What follows belongs to an exercise in optimizing a design on an open flow for small area and a short achievable clock period; a production flow would make more cautious choices.
No run shown here included a check of the RTL's function; only the layout flow was run.
Power and IR drop assume default switching activity.

[design.v]
module mem_ecc_codec (
    input  wire        clk,
    input  wire        rst_n,
    input  wire        in_valid,
    input  wire [1:0]  in_op,
    input  wire [63:0] in_data,
    input  wire [7:0]  in_check,
    output reg         out_valid,
    output reg  [63:0] out_data,
    output reg  [7:0]  out_check,
    output reg  [1:0]  out_status,
    output reg  [7:0]  out_syndrome,
    output reg  [6:0]  out_pos
);
    localparam [511:0] HCOL = {
        8'h57,8'h4F,8'h3E,8'h3D,8'h3B,8'h37,8'h2F,8'h1F,8'hE0,8'hD0,8'hC8,8'hC4,8'hC2,8'hC1,8'hB0,8'hA8,
        8'hA4,8'hA2,8'hA1,8'h98,8'h94,8'h92,8'h91,8'h8C,8'h8A,8'h89,8'h86,8'h85,8'h83,8'h70,8'h68,8'h64,
        8'h62,8'h61,8'h58,8'h54,8'h52,8'h51,8'h4C,8'h4A,8'h49,8'h46,8'h45,8'h43,8'h38,8'h34,8'h32,8'h31,
        8'h2C,8'h2A,8'h29,8'h26,8'h25,8'h23,8'h1C,8'h1A,8'h19,8'h16,8'h15,8'h13,8'h0E,8'h0D,8'h0B,8'h07};
    function [3:0] mul_a;
        input [3:0] x;
        input [3:0] n;
        reg   [3:0] p;
        integer     i;
        begin
            p = x;
            for (i = 0; i < 15; i = i + 1)
                if (i < n) p = {p[2:0], 1'b0} ^ (p[3] ? 4'h3 : 4'h0);
            mul_a = p;
        end
    endfunction
    wire dec = in_op[0];
    wire [7:0] hs;
    wire [3:0] s0, s1, x9, x8;
    wire xj0 = in_data[2] ^ in_data[23];
    wire xj1 = in_data[22] ^ in_data[25];
    wire xj2 = in_data[15] ^ in_data[18];
    wire xj3 = in_data[19] ^ in_data[27];
    wire xj4 = in_data[5] ^ in_data[21];
    wire xj5 = in_data[1] ^ in_data[13];
    wire xj6 = in_data[4] ^ in_data[16];
    wire xj7 = in_data[26] ^ in_data[29];
    wire xj8 = in_data[28] ^ xj1;
    wire xj9 = in_data[10] ^ in_data[30];
    wire xj10 = in_data[0] ^ in_data[12];
    wire xj11 = in_data[3] ^ in_data[24];
    wire xj12 = in_data[17] ^ in_data[20];
    wire xj13 = in_data[11] ^ in_data[31];
    wire xj14 = in_data[6] ^ in_data[9];
    wire xj15 = in_data[8] ^ in_data[14];
    wire xj16 = xj0 ^ xj4;
    wire xj17 = in_data[7] ^ xj3;
    wire xj18 = in_data[58] ^ in_data[59];
    wire xj19 = in_check[3] ^ in_check[7];
    wire xj20 = in_data[57] ^ in_data[62];
    wire xj21 = in_data[56] ^ in_data[61];
    wire xj22 = xj2 ^ xj14;
    wire xj23 = xj5 ^ xj6;
    wire xj24 = xj12 ^ xj15;
    wire xj25 = xj7 ^ xj16;
    wire xj26 = in_data[1] ^ in_data[4];
    wire xj27 = in_data[6] ^ in_data[22];
    wire xj28 = in_check[2] ^ in_check[5];
    wire xj29 = in_data[60] ^ in_data[63];
    wire xj30 = in_data[27] ^ in_data[31];
    wire xj31 = in_data[21] ^ in_data[30];
    wire xj32 = xj20 ^ xj21;
    wire xj33 = in_data[28] ^ xj6;
    wire xj34 = in_data[14] ^ xj9;
    wire xj35 = in_check[6] ^ xj19;
    wire xj36 = xj3 ^ xj11;
    wire xj37 = xj24 ^ xj26;
    wire xj38 = xj13 ^ xj23;
    wire xj39 = in_data[32] ^ in_data[47];
    wire xj40 = in_data[37] ^ in_data[46];
    wire xj41 = in_data[3] ^ in_data[15];
    wire xj42 = in_data[0] ^ in_check[0];
    wire xj43 = in_data[9] ^ in_data[25];
    wire xj44 = in_data[50] ^ in_data[51];
    wire xj45 = in_data[33] ^ in_data[60];
    wire xj46 = in_data[38] ^ in_data[48];
    wire xj47 = in_data[42] ^ in_data[44];
    wire xj48 = in_data[43] ^ in_data[52];
    wire xj49 = in_data[35] ^ in_data[45];
    wire xj50 = in_data[11] ^ in_data[36];
    wire xj51 = in_check[1] ^ in_check[4];
    wire xj52 = in_data[53] ^ in_data[54];
    wire xj53 = in_data[13] ^ in_data[19];
    wire xj54 = in_data[17] ^ in_data[49];
    wire xj55 = in_data[39] ^ in_data[40];
    wire xj56 = in_data[10] ^ in_data[23];
    wire xj57 = in_data[34] ^ in_data[55];
    wire xj58 = in_data[24] ^ in_check[0];
    wire xj59 = in_data[2] ^ in_check[2];
    wire xj60 = in_data[8] ^ in_check[4];
    wire xj61 = in_data[16] ^ xj53;
    wire xj62 = xj5 ^ xj43;
    wire xj63 = in_data[41] ^ xj49;
    wire xj64 = in_data[63] ^ xj30;
    wire xj65 = in_data[26] ^ xj27;
    wire xj66 = xj9 ^ xj10;
    wire xj67 = xj18 ^ xj29;
    wire xj68 = xj44 ^ xj52;
    wire xj69 = xj10 ^ xj11;
    wire xj70 = xj2 ^ xj13;
    wire xj71 = in_data[7] ^ xj0;
    wire xj72 = in_data[7] ^ xj42;
    wire xj73 = xj46 ^ xj55;
    wire xj74 = xj8 ^ xj22;
    wire xj75 = xj31 ^ xj36;
    wire xj76 = in_data[20] ^ xj33;
    wire xj77 = xj2 ^ xj17;
    wire xj78 = xj7 ^ xj8;
    wire xj79 = xj28 ^ xj35;
    wire xj80 = in_data[29] ^ xj62;
    wire xj81 = in_data[5] ^ xj8;
    wire xj82 = in_data[0] ^ xj38;
    wire xj83 = xj22 ^ xj25;
    wire xj84 = xj37 ^ xj81;
    wire xj85 = xj66 ^ xj77;
    wire xj86 = in_data[20] ^ in_data[26];
    wire xj87 = in_data[38] ^ in_data[50];
    wire xj88 = in_data[56] ^ xj9;
    wire xj89 = xj20 ^ xj50;
    wire xj90 = xj86 ^ xj87;
    wire xj91 = xj16 ^ xj23;
    wire xj92 = xj63 ^ xj67;
    wire xj93 = xj72 ^ xj88;
    wire xj94 = xj89 ^ xj90;
    wire xj95 = xj91 ^ xj92;
    wire xj96 = xj93 ^ xj94;
    wire xj97 = xj95 ^ xj96;
    wire xj98 = in_data[10] ^ in_data[35];
    wire xj99 = in_data[39] ^ in_data[42];
    wire xj100 = in_data[51] ^ in_check[1];
    wire xj101 = xj18 ^ xj27;
    wire xj102 = xj40 ^ xj98;
    wire xj103 = xj99 ^ xj100;
    wire xj104 = xj32 ^ xj64;
    wire xj105 = xj69 ^ xj101;
    wire xj106 = xj102 ^ xj103;
    wire xj107 = xj37 ^ xj104;
    wire xj108 = xj105 ^ xj106;
    wire xj109 = xj107 ^ xj108;
    wire xj110 = in_data[3] ^ in_data[37];
    wire xj111 = in_data[40] ^ in_data[58];
    wire xj112 = xj4 ^ xj10;
    wire xj113 = xj29 ^ xj39;
    wire xj114 = xj48 ^ xj50;
    wire xj115 = xj59 ^ xj110;
    wire xj116 = xj111 ^ xj32;
    wire xj117 = xj112 ^ xj113;
    wire xj118 = xj114 ^ xj115;
    wire xj119 = xj74 ^ xj116;
    wire xj120 = xj117 ^ xj118;
    wire xj121 = xj119 ^ xj120;
    wire xj122 = in_data[15] ^ in_data[19];
    wire xj123 = in_data[44] ^ in_data[53];
    wire xj124 = in_data[59] ^ in_check[3];
    wire xj125 = xj11 ^ xj15;
    wire xj126 = xj45 ^ xj122;
    wire xj127 = xj123 ^ xj124;
    wire xj128 = xj32 ^ xj71;
    wire xj129 = xj73 ^ xj125;
    wire xj130 = xj126 ^ xj127;
    wire xj131 = xj80 ^ xj128;
    wire xj132 = xj129 ^ xj130;
    wire xj133 = xj131 ^ xj132;
    wire xj134 = in_data[5] ^ in_data[18];
    wire xj135 = in_data[34] ^ in_data[41];
    wire xj136 = in_data[43] ^ in_data[54];
    wire xj137 = xj7 ^ xj14;
    wire xj138 = xj21 ^ xj47;
    wire xj139 = xj54 ^ xj60;
    wire xj140 = xj134 ^ xj135;
    wire xj141 = xj136 ^ xj17;
    wire xj142 = xj33 ^ xj67;
    wire xj143 = xj137 ^ xj138;
    wire xj144 = xj139 ^ xj140;
    wire xj145 = xj141 ^ xj142;
    wire xj146 = xj143 ^ xj144;
    wire xj147 = xj145 ^ xj146;
    wire xj148 = in_data[12] ^ in_data[45];
    wire xj149 = in_data[46] ^ in_data[48];
    wire xj150 = in_data[57] ^ in_data[61];
    wire xj151 = in_check[5] ^ xj18;
    wire xj152 = xj39 ^ xj45;
    wire xj153 = xj54 ^ xj57;
    wire xj154 = xj148 ^ xj149;
    wire xj155 = xj150 ^ xj34;
    wire xj156 = xj61 ^ xj70;
    wire xj157 = xj151 ^ xj152;
    wire xj158 = xj153 ^ xj154;
    wire xj159 = xj155 ^ xj156;
    wire xj160 = xj157 ^ xj158;
    wire xj161 = xj159 ^ xj160;
    wire xj162 = in_data[20] ^ in_data[23];
    wire xj163 = in_data[24] ^ in_data[32];
    wire xj164 = in_data[33] ^ in_data[52];
    wire xj165 = in_data[62] ^ in_check[6];
    wire xj166 = xj31 ^ xj57;
    wire xj167 = xj162 ^ xj163;
    wire xj168 = xj164 ^ xj165;
    wire xj169 = xj64 ^ xj68;
    wire xj170 = xj166 ^ xj167;
    wire xj171 = xj168 ^ xj78;
    wire xj172 = xj169 ^ xj170;
    wire xj173 = xj171 ^ xj172;
    wire xj174 = in_data[36] ^ in_data[47];
    wire xj175 = in_data[49] ^ in_data[55];
    wire xj176 = in_check[7] ^ xj40;
    wire xj177 = xj47 ^ xj48;
    wire xj178 = xj174 ^ xj175;
    wire xj179 = xj63 ^ xj68;
    wire xj180 = xj73 ^ xj176;
    wire xj181 = xj177 ^ xj178;
    wire xj182 = xj179 ^ xj180;
    wire xj183 = xj181 ^ xj182;
    wire xj184 = xj10 ^ xj58;
    wire xj185 = xj60 ^ xj184;
    wire xj186 = xj76 ^ xj185;
    wire xj187 = in_data[17] ^ in_check[1];
    wire xj188 = in_check[5] ^ xj4;
    wire xj189 = xj187 ^ xj188;
    wire xj190 = xj80 ^ xj189;
    wire xj191 = in_data[18] ^ in_check[6];
    wire xj192 = xj59 ^ xj191;
    wire xj193 = xj34 ^ xj65;
    wire xj194 = xj192 ^ xj193;
    wire xj195 = in_data[23] ^ xj13;
    wire xj196 = xj19 ^ xj41;
    wire xj197 = xj17 ^ xj195;
    wire xj198 = xj196 ^ xj197;
    wire xj199 = in_data[31] ^ in_check[7];
    wire xj200 = xj28 ^ xj56;
    wire xj201 = xj199 ^ xj61;
    wire xj202 = xj72 ^ xj200;
    wire xj203 = xj78 ^ xj201;
    wire xj204 = xj202 ^ xj203;
    wire xj205 = xj12 ^ xj51;
    wire xj206 = xj8 ^ xj17;
    wire xj207 = xj34 ^ xj205;
    wire xj208 = xj38 ^ xj79;
    wire xj209 = xj206 ^ xj207;
    wire xj210 = xj208 ^ xj209;
    wire xj211 = xj58 ^ xj24;
    wire xj212 = xj70 ^ xj25;
    wire xj213 = xj79 ^ xj211;
    wire xj214 = xj212 ^ xj213;
    wire xj215 = in_data[12] ^ xj51;
    wire xj216 = xj35 ^ xj215;
    wire xj217 = xj74 ^ xj75;
    wire xj218 = xj216 ^ xj217;
    wire xj219 = in_data[3] ^ xj76;
    wire xj220 = xj83 ^ xj219;
    wire xj221 = in_data[9] ^ in_data[22];
    wire xj222 = in_data[26] ^ xj0;
    wire xj223 = xj12 ^ xj221;
    wire xj224 = xj222 ^ xj223;
    wire xj225 = xj224 ^ xj85;
    wire xj226 = in_data[18] ^ in_data[21];
    wire xj227 = xj56 ^ xj226;
    wire xj228 = xj36 ^ xj227;
    wire xj229 = xj228 ^ xj82;
    wire xj230 = in_data[2] ^ in_data[11];
    wire xj231 = in_data[19] ^ xj230;
    wire xj232 = xj231 ^ xj84;
    wire xj233 = in_data[8] ^ xj69;
    wire xj234 = xj233 ^ xj83;
    wire xj235 = in_data[20] ^ xj1;
    wire xj236 = xj5 ^ xj235;
    wire xj237 = xj25 ^ xj236;
    wire xj238 = xj85 ^ xj237;
    wire xj239 = in_data[14] ^ xj0;
    wire xj240 = xj65 ^ xj239;
    wire xj241 = xj75 ^ xj240;
    wire xj242 = xj82 ^ xj241;
    wire xj243 = xj30 ^ xj41;
    wire xj244 = xj71 ^ xj243;
    wire xj245 = xj244 ^ xj84;
    assign hs[0] = xj97;
    assign hs[1] = xj109;
    assign hs[2] = xj121;
    assign hs[3] = xj133;
    assign hs[4] = xj147;
    assign hs[5] = xj161;
    assign hs[6] = xj173;
    assign hs[7] = xj183;
    assign s0[0] = xj186;
    assign s0[1] = xj190;
    assign s0[2] = xj194;
    assign s0[3] = xj198;
    assign s1[0] = xj204;
    assign s1[1] = xj210;
    assign s1[2] = xj214;
    assign s1[3] = xj218;
    assign x9[0] = xj220;
    assign x9[1] = xj225;
    assign x9[2] = xj229;
    assign x9[3] = xj232;
    assign x8[0] = xj234;
    assign x8[1] = xj238;
    assign x8[2] = xj242;
    assign x8[3] = xj245;
    reg        v_q, op1_q, dec_q;
    reg [63:0] d_q;
    reg [7:0]  c_q;
    reg [7:0]  t_q;
    always @(posedge clk) begin
        if (!rst_n) v_q <= 1'b0;
        else        v_q <= in_valid;
        op1_q  <= in_op[1];
        dec_q  <= in_op[0];
        d_q    <= in_data;
        c_q    <= (in_op[1] | dec) ? in_check : {x9, x8};
        t_q    <= in_op[1] ? hs : {s1, s0};
    end
    wire hdec_q = op1_q & dec_q;      
    wire rdec_q = ~op1_q & dec_q;     
    reg [15:0] lo, hi;
    integer    v;
    always @* begin
        for (v = 0; v < 16; v = v + 1) begin
            lo[v] = (t_q[3:0] == v[3:0]);
            hi[v] = (t_q[7:4] == v[3:0]);
        end
    end
    wire [63:0] hm;
    genvar g;
    generate for (g = 0; g < 64; g = g + 1) begin : g_hm
        assign hm[g] = lo[HCOL[8*g +: 4]] & hi[HCOL[8*g+4 +: 4]] & hdec_q;
    end endgenerate
    wire [7:0] hcf = {hi[8] & lo[0], hi[4] & lo[0], hi[2] & lo[0], hi[1] & lo[0],
                      lo[8] & hi[0], lo[4] & hi[0], lo[2] & hi[0], lo[1] & hi[0]} & {8{hdec_q}};
    wire [2:0] a0 = {lo[4] | lo[5] | lo[6] | lo[9] | lo[14], lo[2] | lo[3] | lo[7] | lo[11] | lo[13],
                     lo[1] | lo[8] | lo[10] | lo[12] | lo[15]};
    wire [2:0] a1 = {hi[4] | hi[5] | hi[6] | hi[9] | hi[14], hi[2] | hi[3] | hi[7] | hi[11] | hi[13],
                     hi[1] | hi[8] | hi[10] | hi[12] | hi[15]};
    wire [4:0] b0 = {lo[3] | lo[9] | lo[10], lo[5] | lo[8] | lo[13], lo[4] | lo[11] | lo[15],
                     lo[2] | lo[12] | lo[14], lo[1] | lo[6] | lo[7]};
    wire [4:0] b1 = {hi[3] | hi[9] | hi[10], hi[5] | hi[8] | hi[13], hi[4] | hi[11] | hi[15],
                     hi[2] | hi[12] | hi[14], hi[1] | hi[6] | hi[7]};
    reg  [2:0] jm3;
    reg  [4:0] jm5;
    reg  [9:0] re;
    integer    r, q, j;
    always @* begin
        for (r = 0; r < 3; r = r + 1) begin
            jm3[r] = 1'b0;
            for (q = 0; q < 3; q = q + 1) jm3[r] = jm3[r] | (a0[q] & a1[(q + r) % 3]);
        end
        for (r = 0; r < 5; r = r + 1) begin
            jm5[r] = 1'b0;
            for (q = 0; q < 5; q = q + 1) jm5[r] = jm5[r] | (b0[q] & b1[(q + r) % 5]);
        end
        for (j = 0; j < 10; j = j + 1) re[j] = rdec_q & jm3[j % 3] & jm5[j % 5];
    end
    wire [3:0] s0q = t_q[3:0];
    reg [31:0] rfl;
    integer    k, i;
    always @* begin
        for (k = 0; k < 8; k = k + 1) rfl[4*k +: 4] = s0q & {4{re[k]}};
    end
    wire [7:0] rcf = {s0q & {4{re[9]}}, s0q & {4{re[8]}}};
    reg [6:0] ps;
    always @* begin
        ps = 7'd0;
        for (k = 0; k < 64; k = k + 1) if (hm[k]) ps = ps | k[6:0];
        for (i = 0; i < 8; i = i + 1) if (hcf[i]) ps = ps | (7'd64 + i[6:0]);
        for (j = 0; j < 10; j = j + 1) if (re[j]) ps = ps | j[6:0];
    end
    wire anyhit = |hm | |hcf | |re;
    wire senc   = op1_q & ~dec_q;
    always @(posedge clk) begin
        if (!rst_n) out_valid <= 1'b0;
        else        out_valid <= v_q;
        out_data[31:0]  <= d_q[31:0] ^ (hm[31:0] | rfl);
        out_data[63:32] <= (d_q[63:32] ^ hm[63:32]) & {32{op1_q}};
        out_check       <= c_q ^ (senc ? t_q : (hcf | rcf));
        out_status      <= {dec_q & (t_q != 8'h00) & ~anyhit, anyhit};
        out_syndrome    <= t_q & {8{dec_q}};
        out_pos         <= ps;
    end
endmodule
[flow/run.sh]
#!/bin/bash
# Own flow: the standard synthesis, then the combinational logic replaced
# by the gate-level netlist of flow/netgen.py (same registers: names and cell
# type), checked equivalent to the standard synthesis by yosys; then the
# standard layout, with plain buffers on the ports instead of the delay cells
# buffer_ports picks by default. If the generated netlist fails a check, the
# standard synthesis's netlist is laid out instead.
set -euo pipefail
HERE=$(pwd)
R=$HERE/orfs/results/$FLOW_PLATFORM/mem_ecc_codec/base
LIB=$FLOW_HOME/platforms/$FLOW_PLATFORM/lib/sky130_fd_sc_hd__tt_025C_1v80.lib
bash standard.sh synth > make_synth.log 2>&1
cp $R/1_2_yosys.v $HERE/synth_standard.v
USE=synth_standard.v
# generator options (structure and drive strengths), if any
set -a; [ -f flow/netgen.env ] && . flow/netgen.env; set +a
if LIB=$LIB python3 flow/netgen.py $HERE/net_gen.v > netgen.log 2>&1; then
  yosys -p "read_liberty -lib $LIB; read_verilog net_gen.v; hierarchy -top $FLOW_TOP; opt_clean -purge; write_verilog -noattr -noexpr net_norm.v" > yosys_norm.log 2>&1
  timeout 900 yosys -p "read_liberty -ignore_miss_func $LIB; read_verilog synth_standard.v; rename $FLOW_TOP gold; read_verilog net_norm.v; rename $FLOW_TOP gate; flatten gold gate; opt_clean; equiv_make gold gate equiv; hierarchy -top equiv; equiv_simple; equiv_status -assert" > yosys_equiv.log 2>&1 \
    && python3 - <<'PY' > regcheck.log 2>&1 && USE=net_final.v
# give each flip-flop the instance name the standard synthesis gave the same
# register (the suffix after '$' depends on how yosys read its reset/enable),
# then require the same names and cell types
import re, sys
pat = re.compile(r'(sky130_fd_sc_hd__df\w+)\s+\\([^\s$]+)(\$\S*)?\s')
std = {m.group(2): (m.group(1), m.group(2) + (m.group(3) or '')) for m in pat.finditer(open('synth_standard.v').read())}
txt = open('net_norm.v').read()
def ren(m):
    base = m.group(2)
    if base not in std: sys.exit('no standard register ' + base)
    return m.group(1) + ' \\' + std[base][1] + ' '
txt2 = pat.sub(ren, txt)
open('net_final.v', 'w').write(txt2)
a = sorted(std.values())
b = sorted((m.group(1), m.group(2) + (m.group(3) or '')) for m in pat.finditer(txt2))
print(len(a), len(b))
sys.exit(0 if a == b and a else 1)
PY
fi
echo "laying out $USE" > netlist_choice.log
cp $HERE/$USE $R/1_2_yosys.v
rm -f $R/1_synth.odb $R/1_synth.sdc
bash standard.sh BUFFER_PORTS_ARGS="-buffer_cell sky130_fd_sc_hd__buf_1" finish > make_finish.log 2>&1
[flow/joint.py]
from paar import *
import sys
SC=2
def mk_rows(SC):
    R=[]
    for i in range(8):
        R.append(set([k for k in range(64) if HC[k]>>i&1]+[64+i]))
    for b in range(4):
        R.append(set([4*j+b for j in range(8)]+[64+b,68+b]))
    for b in range(4):
        s=set()
        for j in range(8):
            for bb in range(4):
                if mula(1<<bb,(j-SC)%15)>>b&1: s^={4*j+bb}
        for bb in range(4):
            if mula(1<<bb,(8-SC)%15)>>b&1: s^={64+bb}
            if mula(1<<bb,(9-SC)%15)>>b&1: s^={68+bb}
        R.append(s)
    # x9 = a^3 B + a^11 A ; x8 = A + x9 (data only)
    A=[set(4*j+b for j in range(8)) for b in range(4)]
    B=[]
    for b in range(4):
        s=set()
        for j in range(8):
            for bb in range(4):
                if mula(1<<bb,j)>>b&1: s^={4*j+bb}
        B.append(s)
    def mul(vec,n):
        res=[set() for _ in range(4)]
        for bb in range(4):
            y=mula(1<<bb,n)
            for b in range(4):
                if y>>b&1: res[b]^=vec[bb]
        return res
    x9=[a^b for a,b in zip(mul(B,3),mul(A,11))]
    x8=[a^b for a,b in zip(A,x9)]
    return R+x9+x8
if __name__=='__main__':
    for SC in [0,1,2,3]:
        R=mk_rows(SC)
        res=[]
        for seed in range(30):
            g,o,d=paar(R,72,20,seed)
            dep=[d[x] for x in o]
            res.append((len(g), max(dep[:8]), max(dep[8:12]), max(dep[12:16]), max(dep[16:24]), seed))
        res.sort()
        ok=[r for r in res if r[2]<=5 and r[3]<=5 and r[1]<=5]
        print(SC, res[0], ok[:2])
[flow/netgen.py]
#!/usr/bin/env python3
"""Generate the gate-level netlist of mem_ecc_codec (sky130hd cells) that the
version's own flow lays out in place of the standard synthesis's netlist.

The netlist implements the same register set (names and cell type) and the
same equations as rtl/mem_ecc_codec.v.  Regular parts (XOR trees, nibble
predecode, match lines, corrections, muxes) are built here gate by gate;
irregular small functions are mapped with yosys/abc (area script).

usage: netgen.py OUT.v      (verifies by simulation against a Python model)
"""
import os, re, sys, random, subprocess, tempfile, itertools
sys.path.insert(0, os.path.dirname(os.path.abspath(__file__)))
from paar import rows, paar, mula, HC

LIB = os.environ.get('LIB', '/OpenROAD-flow-scripts/flow/platforms/sky130hd/lib/sky130_fd_sc_hd__tt_025C_1v80.lib')
P = 'sky130_fd_sc_hd__'

# ---------------------------------------------------------------- liberty
def read_lib(path):
    funcs = {}
    cur = None; pin = None; direction = None
    for line in open(path):
        m = re.match(r'\s*cell \("?(\w+)"?\)', line)
        if m:
            cur = m.group(1); funcs[cur] = {}; continue
        m = re.match(r'\s*pin \("?(\w+)"?\)', line)
        if m:
            pin = m.group(1); continue
        m = re.match(r'\s*function : "([^"]*)"', line)
        if m and cur and pin:
            funcs[cur][pin] = m.group(1)
    return funcs
LIBF = read_lib(LIB)

def pyfunc(expr):
    e = expr.replace('!', '~')
    e = re.sub(r'~\s*(\w+)', r'(M^\1)', e)
    e = re.sub(r'~\s*\(', r'M^(', e)
    names = sorted(set(re.findall(r'[A-Za-z_]\w*', e)) - {'M'})
    code = 'lambda M,' + ','.join(names) + ': ' + e
    return names, eval(code)

# ---------------------------------------------------------------- netlist
class Net:
    def __init__(self):
        self.cells = []          # (type, instname, {pin: net})
        self.k = 0
        self.outs = {}           # output pin name per type
    def new(self):
        self.k += 1
        return f'_n{self.k}_'
    def g(self, typ, **pins):
        t = P + typ
        fo = LIBF[t]
        outp = [p for p in fo if p not in ('VPWR', 'VGND', 'VPB', 'VNB') and p not in pins]
        outp = [p for p in outp if p in ('X', 'Y', 'Q', 'SUM', 'COUT', 'Q_N')]
        assert len(outp) == 1, (typ, outp)
        o = self.new()
        self.k += 1
        self.cells.append((t, f'_c{self.k}_', dict(pins, **{outp[0]: o})))
        return o
    def inst(self, t, name, pins):
        self.cells.append((t, name, pins))

N = Net()
def XOR(a, b): return N.g('xor2_1', A=a, B=b)
def XNOR(a, b): return N.g('xnor2_1', A=a, B=b)
def INV(a): return N.g('inv_1', A=a)
def NAND2(a, b): return N.g('nand2_1', A=a, B=b)
def NOR2(a, b): return N.g('nor2_1', A=a, B=b)
def NOR3(a, b, c): return N.g('nor3_1', A=a, B=b, C=c)
def AND2(a, b): return N.g('and2_1', A=a, B=b)
def MUX2(a0, a1, s): return N.g('mux2_1', A0=a0, A1=a1, S=s)
def MUX2I(a0, a1, s): return N.g('mux2i_1', A0=a0, A1=a1, S=s)
def A21OI(a1, a2, b1): return N.g('a21oi_1', A1=a1, A2=a2, B1=b1)
def NOR2B(a, bn): return N.g('nor2b_1', A=a, B_N=bn)

# ---------------------------------------------------------------- abc blocks
ABC_SCRIPT = ('strash; dch -f; balance; rewrite; refactor; balance; rewrite; rewrite -z; balance; '
              'refactor -z; rewrite -z; balance; dch -f; balance; rewrite; refactor; balance; rewrite; '
              'rewrite -z; balance; refactor -z; rewrite -z; balance; dch -f; amap; mfs2; strash; dch -f; map -a; topo')
DONT_USE = ['probe_p_8', 'probec_p_8', 'lpflow_*', 'mux4_*', 'fa_*', 'ha_*', 'maj3_*', 'xor3_*', 'xnor3_*',
            'dlygate*', 'dlymetal*', 'clkdly*', 'buf_*', 'clkbuf_*', 'bufbuf*', 'bufinv*', 'clkinvlp*',
            'einv*', 'ebuf*', 'dl*', 'df*', 'sdf*', 'sed*', 'edf*', 'conb*', 'tap*', 'decap*', 'fill*', 'diode*',
            'macro*', 'o2111*', 'a2111*']

ABC_FAST = os.environ.get('ABC_FAST', 'strash; dch -f; map; topo')
def abc_block(name, src, ins, outs, script=None):
    if script is None:
        script = ABC_FAST if name in os.environ.get('FAST_BLOCKS', 'lines,rsloc,hhit,hpos').split(',') else ABC_SCRIPT
    """Map module `name` (Verilog src; scalar ports) with abc; ins/outs map port -> net."""
    d = tempfile.mkdtemp()
    vin = os.path.join(d, 'in.v'); vout = os.path.join(d, 'out.v'); sc = os.path.join(d, 'abc.script')
    open(vin, 'w').write(src); open(sc, 'w').write(script)
    du = ' '.join(f'-dont_use {P}{c}' for c in DONT_USE)
    cmd = (f'read_verilog {vin}; synth -flatten -top {name}; abc -liberty {LIB} {du} -script {sc}; '
           f'opt_clean -purge; write_verilog -noattr {vout}')
    r = subprocess.run(['yosys', '-q', '-p', cmd], capture_output=True, text=True)
    if r.returncode:
        print(r.stdout, r.stderr); raise SystemExit('yosys failed for ' + name)
    txt = open(vout).read()
    local = {}
    def net(x):
        x = x.strip()
        if x in ins: return ins[x]
        if x in outs: return outs[x]
        if x in ("1'h0", "1'b0"): raise SystemExit('constant in ' + name)
        if x not in local: local[x] = N.new()
        return local[x]
    for a, b in re.findall(r'assign\s+(\S+)\s*=\s*(\S+)\s*;', txt):
        # a = b : an output driven straight by an input or another net
        raise SystemExit(f'assign in block {name}: {a} = {b}')
    for typ, inst, body in re.findall(r'(sky130_fd_sc_hd__\w+)\s+(\S+)\s*\((.*?)\);', txt, re.S):
        pins = {p: net(n) for p, n in re.findall(r'\.(\w+)\(([^)]*)\)', body)}
        N.k += 1
        N.cells.append((typ, f'_c{N.k}_', pins))

# ---------------------------------------------------------------- ports
D = [f'in_data[{k}]' for k in range(64)]
C = [f'in_check[{i}]' for i in range(8)]
OP = ['in_op[0]', 'in_op[1]']

def emit_tree(R, innets, tries=None, inv=None):
    """XOR network for rows R (sets of input indices); inv[i]: output i inverted."""
    tries = tries or int(os.environ.get('TRIES', '60'))
    best = None
    for s in range(tries):
        g, o, d = paar(R, len(innets), 20, s)
        key = (max(d[x] for x in o), len(g))
        if best is None or key < best[0]:
            best = (key, g, o)
    _, g, o = best
    inv = inv or [False] * len(o)
    nin = len(innets)
    uses = {}
    for a, b in g:
        uses[a] = uses.get(a, 0) + 1; uses[b] = uses.get(b, 0) + 1
    for x in o: uses[x] = uses.get(x, 0) + 1
    flip = set(x for x, iv in zip(o, inv) if iv and x >= nin and uses[x] == 1)
    nets = list(innets)
    for i, (a, b) in enumerate(g):
        nets.append(XNOR(nets[a], nets[b]) if nin + i in flip else XOR(nets[a], nets[b]))
    res = []
    for x, iv in zip(o, inv):
        res.append(nets[x] if (not iv or x in flip) else INV(nets[x]))
    return res

SC = int(os.environ.get('SC', '0'))   # the RS tree computes S1' = alpha^-SC * S1 (fewer terms)

def build():
    if os.environ.get('JOINT', '1') == '1':
        # one shared XOR network for all 24 linear outputs, check bits as leaves
        from joint import mk_rows
        R24 = mk_rows(SC)
        outs = emit_tree(R24, D + C, inv=[True] * 24)
        hs_n, s0_n, s1p_n = outs[0:8], outs[8:12], outs[12:16]
        x9, x8 = outs[16:20], outs[20:24]
    else:
        raise SystemExit('JOINT=0 no longer supported')
    s1_n = []                                              # ~S1 = ~(alpha^SC * S1')
    for b in range(4):
        terms = [bb for bb in range(4) if mula(1 << bb, SC) >> b & 1]
        assert 1 <= len(terms) <= 2
        s1_n.append(s1p_n[terms[0]] if len(terms) == 1 else XNOR(s1p_n[terms[0]], s1p_n[terms[1]]))
    # flags and muxes
    op0, op1 = OP
    sel_c = N.g('or2_1', A=op0, B=op1)
    cD = [MUX2I(x8[i] if i < 4 else x9[i - 4], INV(C[i]), sel_c) for i in range(8)]   # x9, x8 inverted
    tD = [MUX2I(s0_n[i] if i < 4 else s1_n[i - 4], hs_n[i], op1) for i in range(8)]
    slotD = D[32:48]
    upD = D[48:64]
    dD = D[0:32] + slotD + upD
    # registers
    Q = {}
    def reg(name, idx, d):
        nm = f'{name}[{idx}]' if idx is not None else name
        qn = '\\' + nm + ' '
        kind = '$_SDFF_PN0_' if name in ('out_valid', 'v_q') else '$_DFF_P_'
        isport = name.startswith('out_')
        q = nm if isport else qn
        N.inst(P + 'dfxtp_1', '\\' + nm + kind + ' ', {'CLK': 'clk', 'D': d, 'Q': q})
        return q
    dq = [reg('d_q', k, dD[k]) for k in range(64)]
    cq = [reg('c_q', i, cD[i]) for i in range(8)]
    tq = [reg('t_q', i, tD[i]) for i in range(8)]
    op1q = reg('op1_q', None, op1)
    decq = reg('dec_q', None, op0)
    hdecq = rdecq = None
    vq = reg('v_q', None, AND2('rst_n', 'in_valid'))

    # ---------------- output side
    tn = [INV(tq[i]) for i in range(8)]
    lit = lambda b, v: tq[b] if v else tn[b]          # literal true when t[b] == v
    nlit = lambda b, v: tn[b] if v else tq[b]         # its complement
    pl = [NOR2(nlit(0, w & 1), nlit(1, w >> 1 & 1)) for w in range(4)]   # t[1:0] == w
    ph = [NOR2(nlit(2, w & 1), nlit(3, w >> 1 & 1)) for w in range(4)]   # t[3:2] == w
    lo_n = [NAND2(pl[v & 3], ph[v >> 2]) for v in range(16)]
    hdec_n = NAND2(op1q, decq)
    p54 = [NOR2(nlit(4, w & 1), nlit(5, w >> 1 & 1)) for w in range(4)]
    p76 = [NOR2(nlit(6, w & 1), nlit(7, w >> 1 & 1)) for w in range(4)]
    hi_n = [NAND2(p54[u & 3], p76[u >> 2]) for u in range(16)]
    hm = [NOR3(lo_n[HC[k] & 15], hi_n[HC[k] >> 4], hdec_n) for k in range(64)]
    hcf = [NOR3(lo_n[1 << i], hi_n[0], hdec_n) for i in range(4)] + [NOR3(lo_n[0], hi_n[1 << i], hdec_n) for i in range(4)]
    # RS residue lines from the predecoded nibbles: OR of the one-hot lines
    LG = {}
    x = 1
    for i in range(15): LG[x] = i; x = mula(x, 1)
    def or_of_neg(ns):
        if len(ns) <= 4: return N.g(f'nand{len(ns)}_1', **dict(zip('ABCD', ns)))
        assert len(ns) == 5
        return N.g('or2b_1', A=N.g('nand4_1', A=ns[0], B=ns[1], C=ns[2], D=ns[3]), B_N=ns[4])
    def res_lines(nl, mod):
        return [or_of_neg([nl[v] for v in range(1, 16) if LG[v] % mod == r]) for r in range(mod)]
    a0, a1 = res_lines(lo_n, 3), res_lines(hi_n, 3)
    b0, b1 = res_lines(lo_n, 5), res_lines(hi_n, 5)
    # RS locator: jm3 / jm5 = one-hot of j mod 3 / j mod 5 (from the residue
    # lines in d_q[47:32]); e[j] = rdec & jm3[j % 3] & jm5[j % 5]
    jm3_n = [N.g('a222oi_1', A1=a0[0], A2=a1[r % 3], B1=a0[1], B2=a1[(1 + r) % 3], C1=a0[2], C2=a1[(2 + r) % 3])
             for r in range(3)]
    jm5_n = []
    for r in range(5):
        x = N.g('a222oi_1', A1=b0[0], A2=b1[r % 5], B1=b0[1], B2=b1[(1 + r) % 5], C1=b0[2], C2=b1[(2 + r) % 5])
        y = N.g('a22oi_1', A1=b0[3], A2=b1[(3 + r) % 5], B1=b0[4], B2=b1[(4 + r) % 5])
        jm5_n.append(AND2(x, y))
    rdec_n = N.g('nand2b_1', A_N=op1q, B=decq)
    e = [NOR3(jm3_n[j % 3], jm5_n[j % 5], rdec_n) for j in range(10)]
    s0g = tq[0:4]
    # OR trees: positive inputs -> (positive, negative) output
    def split(xs, k):
        g = -(-len(xs) // k)
        q, r = divmod(len(xs), g)
        out, i = [], 0
        for j in range(g):
            m = q + (1 if j < r else 0)
            out.append(xs[i:i + m]); i += m
        return out
    def or_tree(xs, pos=True):
        xs = list(xs)
        neg = False            # polarity of the current list (True: each is the NOR of its group)
        while len(xs) > 1 or neg != (not pos):
            if len(xs) == 1:
                xs = [INV(xs[0])]; neg = not neg; continue
            if not neg:
                groups = split(xs, 3 if len(xs) > 4 else len(xs))
                xs = [g[0] if len(g) == 1 else N.g(f'nor{len(g)}_1', **dict(zip('ABCD', g))) for g in groups]
                # a group of one was not inverted: invert it to keep polarity uniform
                xs = [INV(x) if len(g) == 1 else x for x, g in zip(xs, groups)]
                neg = True
            else:
                groups = split(xs, 4)
                xs = [INV(g[0]) if len(g) == 1 else N.g(f'nand{len(g)}_1', **dict(zip('ABCD', g))) for g in groups]
                neg = False
        return xs[0]
    # status: st0 = any correction, st1 = decode & syndrome != 0 & no correction
    allhit = hm + hcf + e
    nz = NAND2(N.g('nor4_1', A=tq[0], B=tq[1], C=tq[2], D=tq[3]), N.g('nor4_1', A=tq[4], B=tq[5], C=tq[6], D=tq[7]))
    # NOR/NAND levels down to two negative partials, then st0 = NAND, st1 = AND4
    xs = [N.g(f'nor{len(g)}_1', **dict(zip('ABCD', g))) for g in split(allhit, 4)]      # negative
    xs = [N.g(f'nand{len(g)}_1', **dict(zip('ABCD', g))) for g in split(xs, 4)]          # positive
    xs = [N.g(f'nor{len(g)}_1', **dict(zip('ABCD', g))) for g in split(xs, 3)]          # negative
    assert len(xs) == 2, len(xs)
    st0 = NAND2(xs[0], xs[1])
    st1 = N.g('and4_1', A=xs[0], B=xs[1], C=nz, D=decq)
    # position: OR of the match lines of the positions with the bit set
    pos = []
    for b in range(7):
        t = [hm[k] for k in range(64) if k >> b & 1]
        t += [hcf[i] for i in range(8) if (64 + i) >> b & 1]
        t += [e[j] for j in range(10) if j >> b & 1]
        pos.append(or_tree(t, pos=True))
    # data outputs
    op1n = INV(op1q)
    out = {}
    for k in range(64):
        if k < 32:
            f_n = A21OI(s0g[k % 4], e[k // 4], hm[k])
            out[f'out_data[{k}]'] = XNOR(dq[k], f_n)
        else:
            out[f'out_data[{k}]'] = NOR2(XNOR(dq[k], hm[k]), op1n)
    senc = NOR2B(decq, op1q)
    for i in range(8):
        f_n = A21OI(s0g[i % 4], e[8 + i // 4], hcf[i])
        m = MUX2I(f_n, tn[i], senc)        # senc ? t : f
        out[f'out_check[{i}]'] = XOR(cq[i], m)
    out['out_status[0]'] = st0
    out['out_status[1]'] = st1
    dec_n = INV(decq)
    for i in range(8):
        out[f'out_syndrome[{i}]'] = NOR2(tn[i], dec_n)
    for b in range(7):
        out[f'out_pos[{b}]'] = pos[b]
    # output registers
    for o, n in out.items():
        m = re.match(r'(\w+)\[(\d+)\]', o)
        reg(m.group(1), int(m.group(2)), n)
    reg('out_valid', None, AND2('rst_n', vq))
    return out

# ---------------------------------------------------------------- simulation
def simulate(out, inputs, M):
    """Bit-parallel simulation. inputs: net -> int. Returns net values."""
    val = dict(inputs)
    cells = list(N.cells)
    funcs = {}
    pending = cells
    # registers are cut: their Q must be in inputs
    for it in range(1000):
        nxt = []
        for typ, inst, pins in pending:
            if typ.endswith('dfxtp_1'):
                continue
            fo = LIBF[typ]
            outp = [p for p in pins if p in fo]
            ins_ = [p for p in pins if p not in fo]
            if not all(pins[p] in val for p in ins_):
                nxt.append((typ, inst, pins)); continue
            for op_ in outp:
                key = (typ, op_)
                if key not in funcs: funcs[key] = pyfunc(fo[op_])
                names, f = funcs[key]
                val[pins[op_]] = f(M, *[val[pins[n]] for n in names]) & M
        if not nxt: break
        if len(nxt) == len(pending): raise SystemExit('combinational loop or undriven net: %s' % (nxt[0],))
        pending = nxt
    return val

def model(op, Dv, Cv, regs=None):
    pass

def verify(out, nvec=4000):
    rnd = random.Random(1)
    M = (1 << nvec) - 1
    # --- input side: random op/data/check; compare register D pins with a reference
    def rb(): return rnd.getrandbits(nvec)
    inputs = {n: rb() for n in D + C + OP + ['in_valid', 'rst_n']}
    for typ, inst, pins in N.cells:
        if typ.endswith('dfxtp_1'): inputs[pins['Q']] = 0
    val = simulate(out, inputs, M)
    regD = {inst: pins['D'] for typ, inst, pins in N.cells if typ.endswith('dfxtp_1')}
    def bit(x, i): return (x >> i) & 1
    errs = 0
    LG = {}
    e = 1
    for i in range(15): LG[e] = i; e = mula(e, 1)
    for v in range(nvec):
        d = sum(bit(inputs[D[k]], v) << k for k in range(64))
        c = sum(bit(inputs[C[i]], v) << i for i in range(8))
        op = bit(inputs[OP[0]], v) | bit(inputs[OP[1]], v) << 1
        hd = 0
        for k in range(64):
            if d >> k & 1: hd ^= HC[k]
        A = B = 0
        for j in range(8):
            x = d >> 4 * j & 15; A ^= x; B ^= mula(x, j)
        hs = hd ^ c
        s0 = A ^ (c & 15) ^ (c >> 4)
        s1 = B ^ mula(c & 15, 8) ^ mula(c >> 4, 9)
        x9 = mula(B, 3) ^ mula(A, 11); x8 = A ^ x9
        def lg3(x): return 0 if x == 0 else 1 << (LG[x] % 3)
        def lg5(x): return 0 if x == 0 else 1 << (LG[x] % 5)
        lines = lg3(s0) | lg3(s1) << 3 | lg5(s0) << 6 | lg5(s1) << 11
        op1 = op >> 1; op0 = op & 1
        exp = {}
        dq = d
        for k in range(64): exp[f'\\d_q[{k}]$_DFF_P_ '] = dq >> k & 1
        cqv = c if (op1 or op0) else (x9 << 4 | x8)
        for i in range(8): exp[f'\\c_q[{i}]$_DFF_P_ '] = cqv >> i & 1
        tqv = hs if op1 else (s1 << 4 | s0)
        for i in range(8): exp[f'\\t_q[{i}]$_DFF_P_ '] = tqv >> i & 1
        exp['\\op1_q$_DFF_P_ '] = op1; exp['\\dec_q$_DFF_P_ '] = op0

        exp['\\v_q$_SDFF_PN0_ '] = bit(inputs['rst_n'], v) & bit(inputs['in_valid'], v)
        for inst, n in regD.items():
            if inst not in exp: continue
            if bit(val[n], v) != exp[inst]:
                errs += 1
                if errs < 5: print('input side mismatch', inst, v)
    print('input side errors', errs)
    # --- output side: random register values (consistent flags), compare outputs
    qnets = {inst: pins['Q'] for typ, inst, pins in N.cells if typ.endswith('dfxtp_1')}
    inputs = {}
    opv = [rnd.randrange(4) for _ in range(nvec)]
    tv = [rnd.randrange(256) if rnd.random() < 0.5 else (HC[rnd.randrange(64)] ^ (0 if rnd.random() < 0.7 else 1 << rnd.randrange(8))) for _ in range(nvec)]
    # for RS ops make t/lines consistent with a syndrome
    dv = [rnd.getrandbits(64) for _ in range(nvec)]
    cv = [rnd.getrandbits(8) for _ in range(nvec)]
    for v in range(nvec):
        if not (opv[v] >> 1):
            s0 = tv[v] & 15; s1 = tv[v] >> 4
            def lg3(x): return 0 if x == 0 else 1 << (LG[x] % 3)
            def lg5(x): return 0 if x == 0 else 1 << (LG[x] % 5)
            lines = lg3(s0) | lg3(s1) << 3 | lg5(s0) << 6 | lg5(s1) << 11
            pass
    def pack(f):
        x = 0
        for v in range(nvec):
            if f(v): x |= 1 << v
        return x
    for inst, qn in qnets.items():
        m = re.match(r'\\(\w+)(?:\[(\d+)\])?\$', inst)
        nm, idx = m.group(1), m.group(2)
        idx = int(idx) if idx else None
        if nm == 'd_q': inputs[qn] = pack(lambda v: dv[v] >> idx & 1)
        elif nm == 'c_q': inputs[qn] = pack(lambda v: cv[v] >> idx & 1)
        elif nm == 't_q': inputs[qn] = pack(lambda v: tv[v] >> idx & 1)
        elif nm == 'op1_q': inputs[qn] = pack(lambda v: opv[v] >> 1)
        elif nm == 'dec_q': inputs[qn] = pack(lambda v: opv[v] & 1)
        elif nm == 'hdec_q': inputs[qn] = pack(lambda v: opv[v] == 3)
        elif nm == 'rdec_q': inputs[qn] = pack(lambda v: opv[v] == 1)
        elif nm == 'v_q': inputs[qn] = pack(lambda v: 1)
        elif nm.startswith('out_'): inputs[qn] = 0
    for n in D + C + OP + ['in_valid', 'rst_n']: inputs[n] = 0
    val = simulate(out, inputs, M)
    for o_, n_ in out.items(): val[o_] = val[n_]
    errs = 0
    for v in range(nvec):
        op = opv[v]; t = tv[v]; d = dv[v]; c = cv[v]
        exp_data = d; exp_chk = c; st = 0; pos = 0; syn = 0
        if op == 0:
            exp_data = d & 0xFFFFFFFF; exp_chk = c
        elif op == 1:
            exp_data = d & 0xFFFFFFFF; syn = t
            s0 = t & 15; s1 = t >> 4
            if t == 0: st = 0
            elif s0 and s1:
                j = (LG[s1] - LG[s0]) % 15
                if j <= 9:
                    st = 1; pos = j
                    if j < 8: exp_data ^= s0 << 4 * j
                    else: exp_chk ^= s0 << 4 * (j - 8)
                else: st = 2
            else: st = 2
        elif op == 2:
            exp_chk = c ^ t
        else:
            syn = t
            if t == 0: st = 0
            else:
                st = 2
                for k in range(64):
                    if HC[k] == t: exp_data ^= 1 << k; st = 1; pos = k
                for i in range(8):
                    if t == 1 << i: exp_chk ^= t; st = 1; pos = 64 + i
        got_d = sum(bit(val[f'out_data[{k}]'], v) << k for k in range(64))
        got_c = sum(bit(val[f'out_check[{i}]'], v) << i for i in range(8))
        got_s = sum(bit(val[f'out_status[{i}]'], v) << i for i in range(2))
        got_y = sum(bit(val[f'out_syndrome[{i}]'], v) << i for i in range(8))
        got_p = sum(bit(val[f'out_pos[{i}]'], v) << i for i in range(7))
        if (got_d, got_c, got_s, got_y, got_p) != (exp_data, exp_chk, st, syn, pos):
            errs += 1
            if errs < 5: print('output mismatch op', op, hex(t), (hex(got_d), got_c, got_s, got_y, got_p), (hex(exp_data), exp_chk, st, syn, pos))
    print('output side errors', errs)
    return errs

def write(out, path):
    L = ['// Generated by netgen13.py: gate-level netlist of mem_ecc_codec (sky130hd).',
         'module mem_ecc_codec(clk, rst_n, in_valid, in_op, in_data, in_check, out_valid, out_data, out_check, out_status, out_syndrome, out_pos);',
         '  input clk; input rst_n; input in_valid; input [1:0] in_op; input [63:0] in_data; input [7:0] in_check;',
         '  output out_valid; output [63:0] out_data; output [7:0] out_check; output [1:0] out_status; output [7:0] out_syndrome; output [6:0] out_pos;']
    nets = set()
    for typ, inst, pins in N.cells:
        for p, n in pins.items():
            if not re.match(r'(in_|out_|clk|rst_n)', n): nets.add(n)
    # map output port nets: outputs are named nets; add assigns
    for n in sorted(nets): L.append(f'  wire {n};')
    for typ, inst, pins in N.cells:
        L.append(f'  {typ} {inst} (' + ', '.join(f'.{p}({n})' for p, n in pins.items()) + ');')

    L.append('endmodule')
    open(path, 'w').write('\n'.join(L) + '\n')

def upsize(out, fo_min):
    # drive strength 2 for cells whose output net has fo_min or more loads
    loads = {}
    for typ, inst, pins in N.cells:
        fo = LIBF[typ]
        for p, n in pins.items():
            if p not in fo: loads[n] = loads.get(n, 0) + 1
    for n in out.values(): loads[n] = loads.get(n, 0) + 1
    k = 0
    for i, (typ, inst, pins) in enumerate(N.cells):
        if typ.endswith('_1') and not typ.endswith('dfxtp_1'):
            fo = LIBF[typ]
            o = [n for p, n in pins.items() if p in fo][0]
            t2 = typ[:-2] + '_2'
            if loads.get(o, 0) >= fo_min and t2 in LIBF:
                N.cells[i] = (t2, inst, pins); k += 1
    print('upsized', k)

if __name__ == '__main__':
    out = build()
    if int(os.environ.get('FO_MIN', '0')) > 0:
        upsize(out, int(os.environ['FO_MIN']))
    area = 0.0
    cnt = {}
    for typ, inst, pins in N.cells:
        cnt[typ] = cnt.get(typ, 0) + 1
    import collections
    A = {}
    cur = None
    for line in open(LIB):
        m = re.match(r'\s*cell \("?(\w+)"?\)', line)
        if m: cur = m.group(1)
        m = re.match(r'\s*area\s*:\s*([0-9.]+)', line)
        if m and cur: A[cur] = float(m.group(1)); cur = None
    tot = sum(A[t] * n for t, n in cnt.items())
    print('cells', sum(cnt.values()), 'area', round(tot, 1))
    for t, n in sorted(cnt.items(), key=lambda x: -A[x[0]] * x[1])[:15]:
        print(f'  {t[len(P):]:12s} {n:4d} {A[t]*n:8.1f}')
    # unit-delay levels: inputs -> register D, register Q -> outputs
    drv = {}
    for typ, inst, pins in N.cells:
        if typ.endswith('dfxtp_1'): continue
        fo = LIBF[typ]
        for pn, n in pins.items():
            if pn in fo: drv[n] = (typ, pins)
    memo = {}
    def lev(n):
        if n in memo: return memo[n]
        if n not in drv: memo[n] = 0; return 0
        typ, pins = drv[n]
        fo = LIBF[typ]
        memo[n] = 1 + max(lev(x) for pn, x in pins.items() if pn not in fo)
        return memo[n]
    regd = [(inst, pins['D']) for typ, inst, pins in N.cells if typ.endswith('dfxtp_1')]
    worst = sorted(((lev(d), inst) for inst, d in regd), reverse=True)[:6]
    print('input side levels', worst)
    print('output side levels', sorted(((lev(n), o) for o, n in out.items()), reverse=True)[:8])
    errs = verify(out)
    write(out, sys.argv[1])
    sys.exit(1 if errs else 0)
[flow/paar.py]
import random, itertools, sys, heapq
HC=[v for v in range(256) if bin(v).count('1')==3][:56]+[v for v in range(256) if bin(v).count('1')==5][:8]
def mula(x,n):
    for _ in range(n):
        x=((x<<1)&15)^(3 if x&8 else 0)
    return x
def rows():
    # inputs: d0..d63 (idx 0..63), cm0..cm7 (64..71)
    R=[]
    for i in range(8):
        R.append(set([k for k in range(64) if HC[k]>>i&1]+[64+i]))
    # s0 bit b
    for b in range(4):
        R.append(set([4*j+b for j in range(8)]+[64+b,68+b]))
    for b in range(4):
        s=set()
        for j in range(8):
            for bb in range(4):
                if mula(1<<bb,j)>>b&1: s.add(4*j+bb)
        for bb in range(4):
            if mula(1<<bb,8)>>b&1: s.add(64+bb)
            if mula(1<<bb,9)>>b&1: s.add(68+bb)
        R.append(s)
    return R
def paar(R, nin, maxd, seed):
    rnd=random.Random(seed)
    R=[set(r) for r in R]
    depth=[0]*nin
    gates=[]
    while True:
        cnt={}
        for r in R:
            l=sorted(r)
            for a,b in itertools.combinations(l,2):
                if max(depth[a],depth[b])+1<=maxd:
                    cnt[(a,b)]=cnt.get((a,b),0)+1
        if not cnt: break
        m=max(cnt.values())
        if m<2: break
        cands=[p for p,c in cnt.items() if c==m]
        # prefer shallow
        md=min(max(depth[a],depth[b]) for a,b in cands)
        cands=[p for p in cands if max(depth[p[0]],depth[p[1]])==md]
        a,b=rnd.choice(cands)
        n=len(depth); depth.append(max(depth[a],depth[b])+1); gates.append((a,b))
        for r in R:
            if a in r and b in r:
                r.discard(a); r.discard(b); r.add(n)
    # final trees
    outs=[]
    for r in R:
        h=[(depth[x],x) for x in r]; heapq.heapify(h)
        while len(h)>1:
            d1,a=heapq.heappop(h); d2,b=heapq.heappop(h)
            n=len(depth); depth.append(max(d1,d2)+1); gates.append((a,b)); heapq.heappush(h,(depth[n],n))
        outs.append(h[0][1])
    return gates, outs, depth
if __name__=='__main__':
    R=rows()
    for maxd in [4,5,6,7,20]:
        best=None
        for s in range(int(sys.argv[1]) if len(sys.argv)>1 else 20):
            g,o,d=paar(R,72,maxd,s)
            key=(len(g),max(d[x] for x in o))
            if best is None or key<best: best=key
        print(maxd,best)
    R8=rows()[:8]
    print('hsiao only', min(len(paar(R8,72,20,s)[0]) for s in range(10)))
    R8=rows()[8:]
    print('rs only', min(len(paar(R8,72,20,s)[0]) for s in range(10)))
[standard.sh]
#!/bin/bash
# synth_recipe.tcl (not shown) runs the flow's synth.tcl, then flattens the netlist and writes it again
# the make line also repeats each setting of config.mk as NAME=value (left out here)
make -C /OpenROAD-flow-scripts/flow DESIGN_CONFIG=/design/flow/config.mk WORK_HOME=/design/flow/orfs CLKGATE_MAP_FILE= SYNTH_SCRIPT=/design/flow/synth_recipe.tcl "${@:-finish}"
[config.mk]
export PLATFORM = sky130hd
export DESIGN_NAME = mem_ecc_codec
export DESIGN_NICKNAME = mem_ecc_codec
export VERILOG_FILES = /design/flow/design.v
export SDC_FILE = /design/flow/constraint.sdc
export NUM_CORES = 4
export LEC_CHECK = 0
export CAP_MARGIN = 20
export CORE_MARGIN = 2
export CORE_UTILIZATION = 55
export CTS_BUF_LIST = sky130_fd_sc_hd__clkbuf_8
export CTS_CLUSTER_SIZE = 30
export SETUP_SLACK_MARGIN = 5.0
export SLEW_MARGIN = 20
[constraint.sdc]
create_clock -name core_clock -period 8.0 [get_ports {clk}]
set_input_delay 1.6000 -clock core_clock [delete_from_list [all_inputs] [get_ports {clk}]]
set_output_delay 1.6000 -clock core_clock [all_outputs]
set_load 0.01 [all_outputs]
==> qor.yml, run 1 <==
floorplanning:
  ioPinCount: 167
  start_util_pct: 56.4
  die_y_um: 129
  coreArea_um2: 15200
  die_w_um: 129
  die_area_um2: 16600
  rows: 45
grt:
  grt_max_degree: 73
  grt_use_total_pct: 34.1
  grt_antenna_before_repair: 0
  grt_pass1_vias: 7130
  grt_pass1_wl_mm: 41.6
  grt_overflow: 0
worst_setup_path:
  worstPathMaxFanout: 3
  max_stage_delay_ns: 0.42
  crit_top_cell: "xor2_1"
  worstPathCellList: "buf_1 > xor2_1 > xor2_1 > xor2_1 > xor2_1 > xnor2_1 > mux2i_2"
  start_kind: "input pin"
  critPathSlowestCell: "xor2_1"
  crit_path_end_kind: "flop"
  critPathKind: "in -> reg"
  cp.arrival_ns: 3.36
  critical_path_required_ns: 8.37
final_layout:
  antennaDiodeCount: 0
  drive_above_1_share_pct: 10.9
  area_delta_synth_final_pct: 20.7
  fill_cells: 1275
  nets: 1215
detailed_routing:
  dr.pass1.iters: 8
  ant_nets: 0
  routed_wl_mm: 28.5
  drc: 0
  vias_per_cell: 5.81
  drtIter0Drc: 833
  num_vias: 7780
  wl_per_cell_um: 21.3
clock_tree:
  cts_root_buffer: "clkbuf_8"
  clkTransAtPathRegs_ns: 0.10
  insertion_delay_ns: 0.47
  clock_path_buffers: 2
  holdBufCountCts: 0
  numCtsBuffers: 17
  cts_tree: "built"
  clock_sinks: 173
  h-tree-depth: 4
synthesis:
  syn_area_per_cell_um2: 9.17
  synth_cells: 936
  synth_fp_nets: 1013
  yosys_warnings: 1
  syn-cell-area_um2: 8580
power_and_ir_drop:
  power_mw: 3.04
  p_leak_nw: 4.17
  p_per_area_nw_per_um2: 294
  ir_worst_vdd_v: 0.000156
min_path:
  worstHoldPathType: "reg -> reg"
job:
  cap_violations: 0
place:
  gp_congestion: 1.01
  io_buffer_count: 166
  dp_hpwl_mm: 22.2
  pre_cts_ws_ns: 4.36
timing:
  max_freq_mhz: 334
  hold_viol: 0
  slew_headroom_pct: 31.7
  drv_slew: 0
  min_period_ns: 3.00
  period_share_pct: 37.5
  skew_ns: 0.0179
  rsz0062_at_grt: "true"
  tns_ns: 0
  worst_slack_ns: 5.00
  setup_viol: 0
  tightest_slew_ns: 1.02
run_status:
  status: "finished clean"
through the flow:
step                      cell area (um2)  instances  utilization [%]  hold slack, ns
after floorplan                      8610        936                -           0.409
after CTS                           10100       1328             66.1           0.429
after detailed placement             9480       1291             62.3           0.420
after global routing                10400       1339             68.1           0.437
after global placement               9480       1291             62.3           0.414
final                               10400       1339             68.1           0.431
final cells by class:
type                    count  area [um2]  area share (%)
multi-input cells         739        5390            52.0
clock inverters            15         171            1.66
clock buffers              17         234            2.26
repair buffers            183         761            7.35
flip-flops and latches    173        3480            33.6
inverters                  24        90.1           0.870
well taps                 188         235            2.27
critical path: cells and delay by family:
| kind | cells | cell delay (ns) |
|---|---|---|
| multiplexers | 1 | 0.26 |
| XOR/XNOR | 5 | 1.26 |
| buffers and inverters | 1 | 0.25 |
metal layers:
metal	track usage, %	part of all wire (%)	vias to the layer above
li1	-	-	3599
met1	45.8	41	3646
met2	55.1	47	458
met3	5.32	7.9	77
met4	13.7	3.6	0
met5	0	0	-
flip-flops by register name, summed over array words and instances, names as in the netlist:
| signal | count |
|---|---|
| c_q | 8 |
| d_q | 64 |
| dec_q | 1 |
| op1_q | 1 |
| out_check | 8 |
| out_data | 64 |
| out_pos | 7 |
| out_status | 2 |
| out_syndrome | 8 |
| out_valid | 1 |
| t_q | 8 |
| v_q | 1 |
path summary, 6_finish.rpt:
kind              cells after the start        from            end  slack (ns)
setup / recovery                      7  in_data[6]         c_q[2]        5.00
hold / removal                        1      d_q[6]    out_data[6]        0.43
setup reg to reg                     12      t_q[0]  out_status[1]        5.09
hold reg to reg                       1      d_q[6]    out_data[6]        0.43
placed cells by master (no fill, tap or decap), types with 12 or more instances in the layout:
| master | n |
|---|---|
| nand4_1 | 22 |
| nand2_2 | 22 |
| buf_1 | 158 |
| buf_4 | 17 |
| nand2_1 | 12 |
| clkbuf_8 | 17 |
| dfxtp_1 | 169 |
| xor2_1 | 207 |
| nor2_1 | 64 |
| mux2i_1 | 23 |
| inv_1 | 22 |
| nor3_1 | 147 |
| xor2_2 | 21 |
| nor4_1 | 22 |
| nand3_1 | 22 |
| a21oi_1 | 40 |
| xnor2_1 | 88 |
where the power goes:
| group | internal (mW) | switching (mW) | total (mW) |
|---|---|---|---|
| registers | 0.997 | 0.113 | 1.11 |
| clock network | 0.237 | 0.364 | 0.601 |
| logic | 0.490 | 0.839 | 1.33 |
| total | 1.72 | 1.32 | 3.04 |
what timing repair did:
action,4_1_cts,5_1_grt
pin swaps,5,9
gates resized for setup,29,54
endpoints found under the setup margin,55,52
buffers inserted,5,11
==> inputs of run 2 (changes only) <==
--- a/flow/run.sh
+++ b/flow/run.sh
@@ -40,4 +40,7 @@
 echo "laying out $USE" > netlist_choice.log
 cp $HERE/$USE $R/1_2_yosys.v
 rm -f $R/1_synth.odb $R/1_synth.sdc
-bash standard.sh BUFFER_PORTS_ARGS="-buffer_cell sky130_fd_sc_hd__buf_1" finish > make_finish.log 2>&1
+# extra make variables for the layout, if any (one VAR=value per line)
+EXTRA=()
+if [ -f flow/make.args ]; then mapfile -t EXTRA < flow/make.args; fi
+bash standard.sh BUFFER_PORTS_ARGS="-buffer_cell sky130_fd_sc_hd__buf_1" "${EXTRA[@]}" finish > make_finish.log 2>&1
--- a/flow/netgen.py
+++ b/flow/netgen.py
@@ -153,7 +153,7 @@
         # one shared XOR network for all 24 linear outputs, check bits as leaves
         from joint import mk_rows
         R24 = mk_rows(SC)
-        outs = emit_tree(R24, D + C, inv=[True] * 24)
+        outs = emit_tree(R24, D + C, inv=[True] * 16 + [False] * 8)
         hs_n, s0_n, s1p_n = outs[0:8], outs[8:12], outs[12:16]
         x9, x8 = outs[16:20], outs[20:24]
     else:
@@ -166,7 +166,7 @@
     # flags and muxes
     op0, op1 = OP
     sel_c = N.g('or2_1', A=op0, B=op1)
-    cD = [MUX2I(x8[i] if i < 4 else x9[i - 4], INV(C[i]), sel_c) for i in range(8)]   # x9, x8 inverted
+    cD = [MUX2(x8[i] if i < 4 else x9[i - 4], C[i], sel_c) for i in range(8)]
     tD = [MUX2I(s0_n[i] if i < 4 else s1_n[i - 4], hs_n[i], op1) for i in range(8)]
     slotD = D[32:48]
     upD = D[48:64]
==> run 2 against run 1 <==
  * Synthesized cell count is 0.85% lower
  * Highest routed layer unchanged
  * Non-clock buffer count decreased by 8
  * First-iteration DRC count fell by 11%
  * Critical path type unchanged
  * Still clean on timing, DRC and antenna
  * Cell count is 1.2% lower
  * Die area shrank 0.23%
  * Critical path depth stayed put
==> qor.yml, run 2 <==
run_status:
  status: "finished clean"
timing:
  tns_ns: 0  # unchanged
  slew_headroom_pct: 34.4  # +2.7 points
  max_freq_mhz: 331  # -0.93%
  period_share_pct: 37.8  # +0.35 points
  min_period_ns: 3.02  # +0.0282 ns
  rsz0062_at_grt: "true"
  tightest_slew_ns: 0.977  # -0.0398 ns
  hold_viol: 0  # unchanged
  timing.hold.ws_ns: 0.428  # -0.00317 ns
  skew_ns: 0.0208  # +0.00296 ns
  drv_slew: 0  # unchanged
  setup_viol: 0  # unchanged
worst_setup_path:
  worstPathCellList: "buf_1 > xor2_2 > xor2_1 > xor2_1 > xor2_1 > xor2_1 > mux2_1"
  critPathSlowestCell: "xor2_1"
  worstPathMaxFanout: 3  # unchanged
  max_stage_delay_ns: 0.44  # +0.02 ns
  critPathKind: "in -> reg"
  critical_path_required_ns: 8.38  # about the same
  crit_path_end_kind: "flop"
  start_kind: "input pin"
  crit_top_cell: "xor2_1"
  cp.arrival_ns: 3.40  # +0.04 ns
grt:
  grt_antenna_before_repair: 1  # +1
  grt_use_total_pct: 34.4  # +0.28 points
  grt_pass1_vias: 7089  # -0.58%
  grt_overflow: 0  # unchanged
  grt_pass1_wl_mm: 41.7  # +0.38%
  grt_max_degree: 73  # unchanged
detailed_routing:
  ant_nets: 0  # unchanged
  drtIter0Drc: 740  # -11%
  vias_per_cell: 5.74  # -1.2%
  dr.pass1.iters: 10  # +2
  drc: 0  # unchanged
  wl_per_cell_um: 21.4  # +0.57%
  num_vias: 7593  # -2.4%
  routed_wl_mm: 28.3  # -0.63%
min_path:
  worstHoldPathType: "reg -> reg"
floorplanning:
  die_area_um2: 16600  # -0.23%
  coreArea_um2: 15200  # unchanged
  die_y_um: 129  # -0.11%
  ioPinCount: 167  # unchanged
  die_w_um: 129  # -0.11%
  rows: 45  # unchanged
  start_util_pct: 56.3  # -0.13 points
clock_tree:
  numCtsBuffers: 17  # unchanged
  insertion_delay_ns: 0.48  # about the same
  cts_root_buffer: "clkbuf_8"
  clock_sinks: 173  # unchanged
  h-tree-depth: 4  # unchanged
  holdBufCountCts: 0  # unchanged
  clock_path_buffers: 2  # unchanged
  cts_tree: "built"
  clkTransAtPathRegs_ns: 0.11  # about the same
power_and_ir_drop:
  p_leak_nw: 4.13  # -0.95%
  p_per_area_nw_per_um2: 294  # +0.32%
  ir_worst_vdd_v: 0.000168  # +7.4%
  power_frac_seq_pct: 36.3  # -0.2 points
  intPower_mw: 1.76  # +2.1%
  power_frac_comb_pct: 41.6  # -2.1 points
  netSwitchingPower_mw: 1.29  # -1.7%
  pwr-share-clk_pct: 22.1  # +2.3 points
  power_switching_share_pct: 42.4  # -0.94 points
place:
  place_inst: 1284  # -0.54%
  place_area_um2: 9580  # +1.1%
  dp_hpwl_mm: 22.1  # -0.59%
  io_buffer_count: 166  # unchanged
  gp_congestion: 0.976  # -3.7%
synthesis:
  syn-cell-area_um2: 8560  # -0.23%
  yosys_warnings: 1  # unchanged
  syn_area_per_cell_um2: 9.22  # +0.63%
  synth_fp_nets: 1005  # -0.79%
  synth_cells: 928  # -0.85%
job:
  cap_violations: 0  # unchanged
final_layout:
  area_delta_synth_final_pct: 21.1
  final_common_cell: "xor2_1"
  drive_above_1_share_pct: 10.0  # -0.82 points
  layout.cell_area.non_filler_um2: 10400  # +0.13%
  antennaDiodeCount: 0  # unchanged
  final_cells: 1323  # -1.2%
  nets: 1199  # -1.3%
  final_cell_mix: "xor2_1, dfxtp_1, buf_1, nor3_1, xnor2_1"
  reg_top3: "d_q: 64 flops, out_data: 64 flops"
-- run 2: cell count changes in the layout (fill, tap and decap cells not counted), moves of 4 or more --
cell,previous run,this run
nand3_1,22,18
inv_1,22,15
nand3_2,0,4
buf_1,158,154
buf_4,17,9
buf_2,3,8
nand2_2,22,13
mux2i_1,23,16
inv_6,1,5
xor2_1,207,211
xnor2_1,88,80
nand2_1,12,21
mux2_1,0,8
xor2_4,2,6
-- run 2: power by group through the flow --
stage	logic [mW]	clock network [mW]	registers, mW
after floorplan	0.758	0	1.11
after global placement	1.10	0	1.11
after detailed placement	1.11	0	1.12
after CTS	1.17	0.678	1.10
after global routing	1.37	0.717	1.12
final	1.27	0.674	1.11
-- run 2: cell type report --
cell class | instances | area (um2)
multi-input combinational | 739 | 5440
inverter | 16 | 60.1
tap | 188 | 235
timing repair buffer | 175 | 706
clock buffer | 17 | 234
fill | 1304 | 4830
clock inverter | 15 | 219
sequential | 173 | 3480
-- run 2: what timing repair did --
item | in CTS | in global routing
pin swaps | 2 | 3
gates resized for setup | 24 | 44
setup endpoints to repair | 54 | 59
buffers inserted | 4 | 3
-- run 2: metrics by stage --
| step | worst slack, ns | total power [mW] | util [%] |
|---|---|---|---|
| after floorplan | 5.00 | 1.87 | - |
| after global placement | 4.42 | 2.22 | 63.0 |
| after detailed placement | 4.36 | 2.22 | 63.0 |
| after CTS | 4.95 | 2.94 | 66.7 |
| after global routing | 4.95 | 3.20 | 68.2 |
| final | 4.98 | 3.05 | 68.2 |
-- run 2: worst paths after layout --
path             endpoint  cells past startpoint  slack [ns]        from
max                c_q[4]                      7        4.98  in_data[4]
min          out_data[19]                      1        0.43     d_q[19]
max reg2reg  out_data[12]                     10        5.07      t_q[2]
min reg2reg  out_data[19]                      1        0.43     d_q[19]
-- run 2: critical path, delay by kind of cell --
kind      cells  cell delay, ns
xor+xnor      5            1.29
mux           1            0.29
buf+inv       1            0.23
-- run 2: per-layer routing --
layer	vias to the layer above	part of all wire [%]	track usage (%)	wire, um
met2	419	47	55.7	13400
met3	84	7.4	5.78	2080
met4	0	3.7	13.5	1040
met1	3526	42	46.0	11800
met5	-	0	0	0
li1	3564	-	-	-

what the ideal ports hide:
Ports are ideal in the flow. The routed layouts listed here were re-timed in OpenROAD.
Step 1: set_driving_cell puts a clkbuf_16 on clk and a buf_2 on each other input, an assumption about the parent block.
Step 2 also shifts input and output timing later by t, the mid clock arrival at the registers, as if the neighbouring blocks saw the same clock.
Three values: ideal, step 1, step 2; two values: the first two.
| run | t, ns | slack for setup (ns) | latest minus earliest clock arrival (ns) | worst data-port slew with drivers (ns) |
|---|---|---|---|---|
| run 1 | 0.499 | 5.003 / 5.021 / 4.522 | 0.018 / 0.018 | 0.06 |
| run 2 | 0.513 | 4.975 / 4.993 / 4.480 | 0.021 / 0.020 | 0.05 |
After both steps setup and hold are still met in every run listed. The setup slack of run 2, which loses most, moves by +0.018 ns with the drivers and by -0.495 ns with both steps.
